This design comes from an exercise in tuning for small area, a short achievable clock period and few clock cycles per item on the open sky130 flow, not from production work.
RTL that was checked went through simulation tests only; none was proved equivalent to the original.

==> flow/design.v <==
module cmp_coder (
    input  wire        clk,
    input  wire        rst,           
    input  wire        blk_start,
    input  wire [1:0]  blk_order,     
    input  wire        blk_reset,     
    output wire        idle,
    input  wire        in_valid,
    output wire        in_ready,
    input  wire [31:0] in_data,
    input  wire        in_last,
    output wire        out_valid,
    input  wire        out_ready,
    output wire [31:0] out_data,
    output wire        blk_done,
    output wire [31:0] blk_crc,
    output wire [15:0] blk_len,
    output wire [23:0] st_x1,
    output wire [23:0] st_x2,
    output wire [23:0] st_x3,
    output wire [23:0] st_a
);
    reg         busy;         
    reg         open;         
    reg  [1:0]  order;
    reg  [1:0]  pc;           
    reg         start_q;      
    reg         init_q;       
    reg         rst_q;
    reg         flush;        
    reg  [4:0]  fill;         
    reg         hv, tv;       
    reg         c_v, c_code, c_last, c_long, c_second;
    wire        done  = flush && (fill == 5'd0) && !hv && !tv;
    wire        start = blk_start && idle;
    wire        stall = tv || (c_v && c_code && c_long && !c_second);
    wire        adv   = !stall;
    wire        rep   = (pc != 2'd0);
    wire        in_ld = adv && (!in_v || !rep);
    assign idle     = !busy || done;
    assign in_ready = open && in_ld;
    wire   take     = in_valid && in_ready;
    always @(posedge clk) begin
        rst_q   <= rst;
        start_q <= start && !rst;
        init_q  <= rst || (start && blk_reset);
        if (rst) begin
            busy <= 1'b0;
            open <= 1'b0;
            pc   <= 2'd0;
        end else begin
            if (start)     busy <= 1'b1;
            else if (done) busy <= 1'b0;
            if (start)                open <= 1'b1;
            else if (take && in_last) open <= 1'b0;
            if (start && !blk_reset) pc <= 2'd3;
            else if (rep && adv)     pc <= pc - 2'd1;
        end
        if (start) order <= blk_order;
    end
    reg         in_v, in_l;
    reg  [31:0] in_d;
    always @(posedge clk) begin
        if (rst) in_v <= 1'b0;
        else if (in_ld) in_v <= take;
        if (in_ld) begin
            in_d <= in_data;
            in_l <= in_last;
        end
    end
    reg  [23:0] x1, x2, x3;       
    reg  [26:0] pp, qq;           
    reg  [31:0] crc;
    wire        is_fill = in_d[6];
    wire        go      = adv && !rep && in_v;      
    wire        step    = go || (adv && rep);
    wire        p_hi = !pp[26] && (pp[25:23] != 3'd0);
    wire        p_lo =  pp[26] && ((pp[25:23] != 3'h7) || (pp[22:0] == 23'd0));
    wire [23:0] p_clamped = p_hi ? 24'h7FFFFF : p_lo ? 24'h800001 : pp[23:0];
    wire [23:0] a   = rep ? x3 : is_fill ? p_clamped : in_d[31:8];
    wire [26:0] sa  = {{3{a[23]}}, a};
    wire [26:0] sx1 = {{3{x1[23]}}, x1};
    wire        o3  = (order == 2'd3);
    wire        o23 = order[1];
    wire [26:0] p_next = (order[0] ? sa : 27'd0) + (order[1] ? {sa[25:0], 1'b0} : 27'd0) + qq;
    wire [26:0] q_next = (o3 ? sx1 : 27'd0) - (o23 ? sa : 27'd0) - (o3 ? {sa[25:0], 1'b0} : 27'd0);
    wire [27:0] res = {{4{in_d[31]}}, in_d[31:8]} - {pp[26], pp};
    wire [27:0] z   = {res[26:0], 1'b0} ^ {28{res[27]}};    
    function [31:0] crc32c_word;
        input [31:0] c;
        input [31:0] w;
        integer b;
        reg [31:0] t;
        begin
            t = c ^ w;
            for (b = 0; b < 32; b = b + 1)
                t = t[0] ? ((t >> 1) ^ 32'h82F63B78) : (t >> 1);
            crc32c_word = t;
        end
    endfunction
    reg         s1_v, s1_code, s1_last, s1_sat;
    reg  [27:0] s1_z;
    always @(posedge clk) begin
        if (rst) s1_v <= 1'b0;
        else if (adv) s1_v <= go;
        if (adv) begin
            s1_code <= !is_fill;
            s1_last <= in_l;
            s1_z    <= z;
            s1_sat  <= (z[27:20] != 8'd0);
        end
        if (start_q) crc <= 32'hFFFFFFFF;
        else if (go) crc <= crc32c_word(crc, in_d);
        if (init_q) begin
            x1 <= 24'd0;
            x2 <= 24'd0;
            x3 <= 24'd0;
            pp <= 27'd0;
            qq <= 27'd0;
        end else if (step) begin
            x1 <= a;
            x2 <= x1;
            x3 <= x2;
            pp <= p_next;
            qq <= q_next;
        end
    end
    reg  [23:0] acc;              
    reg  [4:0]  k;                
    wire [19:0] zmin     = s1_z[19:0] | {20{s1_sat}};
    wire [23:0] acc_next = acc + {4'd0, zmin} - {4'd0, acc[23:4]};
    reg  [4:0]  k_next;
    integer i;
    always @(*) begin
        k_next = 5'd0;
        for (i = 0; i < 20; i = i + 1)
            if (acc_next[i + 4]) k_next = i[4:0];
    end
    wire [27:0] zq   = s1_z >> k;
    wire [4:0]  q    = zq[4:0];
    wire        esc  = (zq[27:5] != 23'd0) || (q[4] && q[3]);
    wire [5:0]  clen = esc ? 6'd52 : ({1'b0, q} + {1'b0, k} + 6'd1);
    reg  [27:0] c_z;
    reg  [4:0]  c_k, c_q;
    reg         c_esc;
    reg  [5:0]  c_len;
    always @(posedge clk) begin
        if (rst) c_v <= 1'b0;
        else if (adv) c_v <= s1_v;
        if (adv) begin
            c_code <= s1_code;
            c_last <= s1_last;
            c_z    <= s1_z;
            c_k    <= k;
            c_q    <= q;
            c_esc  <= esc;
            c_len  <= clen;
            c_long <= clen > 6'd32;
        end
        if (init_q) begin
            acc <= 24'd128;
            k   <= 5'd3;
        end else if (adv && s1_v && s1_code) begin
            acc <= acc_next;
            k   <= k_next;
        end
    end
    reg  [4:0]  fm, os;
    reg  [5:0]  oe, plen;
    always @(*) begin
        if (c_second) begin
            fm   = c_esc ? 5'd28 : c_k;
            os   = 5'd0;
            oe   = 6'd0;
            plen = c_esc ? 6'd28 : {1'b0, c_k} + 6'd1;
        end else if (c_long) begin
            fm   = 5'd0;
            os   = 5'd0;
            oe   = c_esc ? 6'd24 : {1'b0, c_q};
            plen = oe;
        end else begin
            fm   = c_k;
            os   = c_k + 5'd1;
            oe   = c_len;
            plen = c_len;
        end
    end
    reg  [31:0] piece;
    integer b;
    always @(*) begin
        for (b = 0; b < 32; b = b + 1)
            piece[b] = (b < 28 && b < fm && c_z[b % 28]) || (b >= os && b < oe);
    end
    reg  [31:0] word;             
    reg  [31:0] hd, tl;           
    reg  [15:0] len;
    wire        act    = c_v && !tv;
    wire        ins    = act && c_code;
    wire [5:0]  tot    = {1'b0, fill} + plen;
    wire [95:0] sh     = {piece, 64'd0} >> tot;
    wire [31:0] w_ins  = word | sh[63:32];
    wire        fpush  = flush && !tv && (fill != 5'd0);
    wire        push   = (ins && tot[5]) || fpush;
    wire [31:0] pdata  = ins ? w_ins : word;
    wire        pop    = hv && out_ready;
    always @(posedge clk) begin
        if (rst) c_second <= 1'b0;
        else if (act && c_code && c_long) c_second <= !c_second;
        if (rst_q) word <= 32'd0;
        else if (ins) word <= tot[5] ? sh[31:0] : w_ins;
        else if (fpush) word <= 32'd0;
        if (rst) begin
            fill  <= 5'd0;
            flush <= 1'b0;
            hv    <= 1'b0;
            tv    <= 1'b0;
        end else begin
            if (ins) fill <= tot[4:0];
            else if (fpush) fill <= 5'd0;
            if (adv && c_v && c_last) flush <= 1'b1;
            else if (done)            flush <= 1'b0;
            hv <= (hv && !pop) || tv || push;
            tv <= hv && !pop && (tv || push);
        end
        if (!hv || pop) hd <= tv ? tl : pdata;
        if (push) tl <= pdata;
        if (start_q)   len <= 16'd0;
        else if (push) len <= len + 16'd1;
    end
    assign out_valid = hv;
    assign out_data  = hd;
    assign blk_done  = done;
    assign blk_crc   = ~crc;
    assign blk_len   = len;
    assign st_x1     = x1;
    assign st_x2     = x2;
    assign st_x3     = x3;
    assign st_a      = acc;
endmodule
export LEC_CHECK = 0
export CAP_MARGIN = 20
export CORE_MARGIN = 2
export CORE_UTILIZATION = 40
export PLACE_DENSITY = 0.6
export SLEW_MARGIN = 20
create_clock -name core_clock -period 15.0 [get_ports {clk}]
run.sh (not shown) runs the stock make flow with config.mk's settings and CLKGATE_MAP_FILE= SYNTH_SCRIPT=/design/flow/synth_recipe.tcl, a recipe that flattens the netlist after the stock synthesis.
==> next run, changes <==
--- a/flow/design.v
+++ b/flow/design.v
@@ -68,9 +68,9 @@
             in_l <= in_last;
         end
     end
     reg  [23:0] x1, x2, x3;       
-    reg  [26:0] pp, qq;           
+    reg  [26:0] pp, nq;           
     reg  [31:0] crc;
     wire        is_fill = in_d[6];
     wire        go      = adv && !rep && in_v;      
     wire        step    = go || (adv && rep);
@@ -81,10 +81,20 @@
     wire [26:0] sa  = {{3{a[23]}}, a};
     wire [26:0] sx1 = {{3{x1[23]}}, x1};
     wire        o3  = (order == 2'd3);
     wire        o23 = order[1];
-    wire [26:0] p_next = (order[0] ? sa : 27'd0) + (order[1] ? {sa[25:0], 1'b0} : 27'd0) + qq;
-    wire [26:0] q_next = (o3 ? sx1 : 27'd0) - (o23 ? sa : 27'd0) - (o3 ? {sa[25:0], 1'b0} : 27'd0);
+    wire [26:0] pa  = order[0] ? sa : 27'd0;
+    wire [26:0] pb  = order[1] ? {sa[25:0], 1'b0} : 27'd0;
+    wire [26:0] pn  = ~nq;
+    wire [26:0] p_s = pa ^ pb ^ pn;
+    wire [26:0] p_c = (pa & pb) | (pa & pn) | (pb & pn);
+    wire [26:0] p_next = p_s + {p_c[25:0], 1'b1};
+    wire [26:0] na  = o23 ? sa : 27'd0;
+    wire [26:0] nb  = o3 ? {sa[25:0], 1'b0} : 27'd0;
+    wire [26:0] nx  = o3 ? ~sx1 : ~27'd0;
+    wire [26:0] n_s = na ^ nb ^ nx;
+    wire [26:0] n_c = (na & nb) | (na & nx) | (nb & nx);
+    wire [26:0] n_next = n_s + {n_c[25:0], 1'b1};
     wire [27:0] res = {{4{in_d[31]}}, in_d[31:8]} - {pp[26], pp};
     wire [27:0] z   = {res[26:0], 1'b0} ^ {28{res[27]}};    
     function [31:0] crc32c_word;
         input [31:0] c;
@@ -115,21 +125,25 @@
             x1 <= 24'd0;
             x2 <= 24'd0;
             x3 <= 24'd0;
             pp <= 27'd0;
-            qq <= 27'd0;
+            nq <= 27'd0;
         end else if (step) begin
             x1 <= a;
             x2 <= x1;
             x3 <= x2;
             pp <= p_next;
-            qq <= q_next;
+            nq <= n_next;
         end
     end
     reg  [23:0] acc;              
     reg  [4:0]  k;                
     wire [19:0] zmin     = s1_z[19:0] | {20{s1_sat}};
-    wire [23:0] acc_next = acc + {4'd0, zmin} - {4'd0, acc[23:4]};
+    wire [23:0] a_z  = {4'd0, zmin};
+    wire [23:0] a_d  = {4'hF, ~acc[23:4]};
+    wire [23:0] a_s  = acc ^ a_z ^ a_d;
+    wire [23:0] a_c  = (acc & a_z) | (acc & a_d) | (a_z & a_d);
+    wire [23:0] acc_next = a_s + {a_c[22:0], 1'b1};
     reg  [4:0]  k_next;
     integer i;
     always @(*) begin
         k_next = 5'd0;
=> Final area goes up by 1.0%; die area goes up by 1.4%; area after synthesis goes up by 1.4%; clock skew barely changes; flip-flop and latch count is unchanged; sequential share of layout area goes down by 0.29 points; clock-buffer cell count goes down by 2.
Testbench counts after the change, summed over its fixed seeds: cycles 30,277, items 29,834.
No functional check of the RTL was part of the first run of this note.

==> static timing again, ports no longer ideal <==
The flow's constraints put no driver on any port. The routed layouts listed below were extracted and timed again, unchanged, in two steps. Step 1 (the two cells are an assumption about what drives the block):
set clk [get_ports {clk}]
set_driving_cell -lib_cell sky130_fd_sc_hd__clkbuf_16 $clk
set_driving_cell -lib_cell sky130_fd_sc_hd__buf_2 [delete_from_list [all_inputs] $clk]
Step 2 moves the port delays by t, midway between the first and last clock arrival at a register: inputs arrive t later, outputs are due t later. That takes back most of the time a late clock gives input paths. Three values: ideal, step 1, step 2; two values: the first two.
run	t (ns)	slack for setup (ns)	worst hold slack (ns)
the first run	0.669	8.465 / 8.465 / 8.465	0.420 / 0.420 / 0.420
the second run	0.654	8.182 / 8.182 / 8.182	0.420 / 0.420 / 0.420
After both steps setup and hold are still met in every run listed.
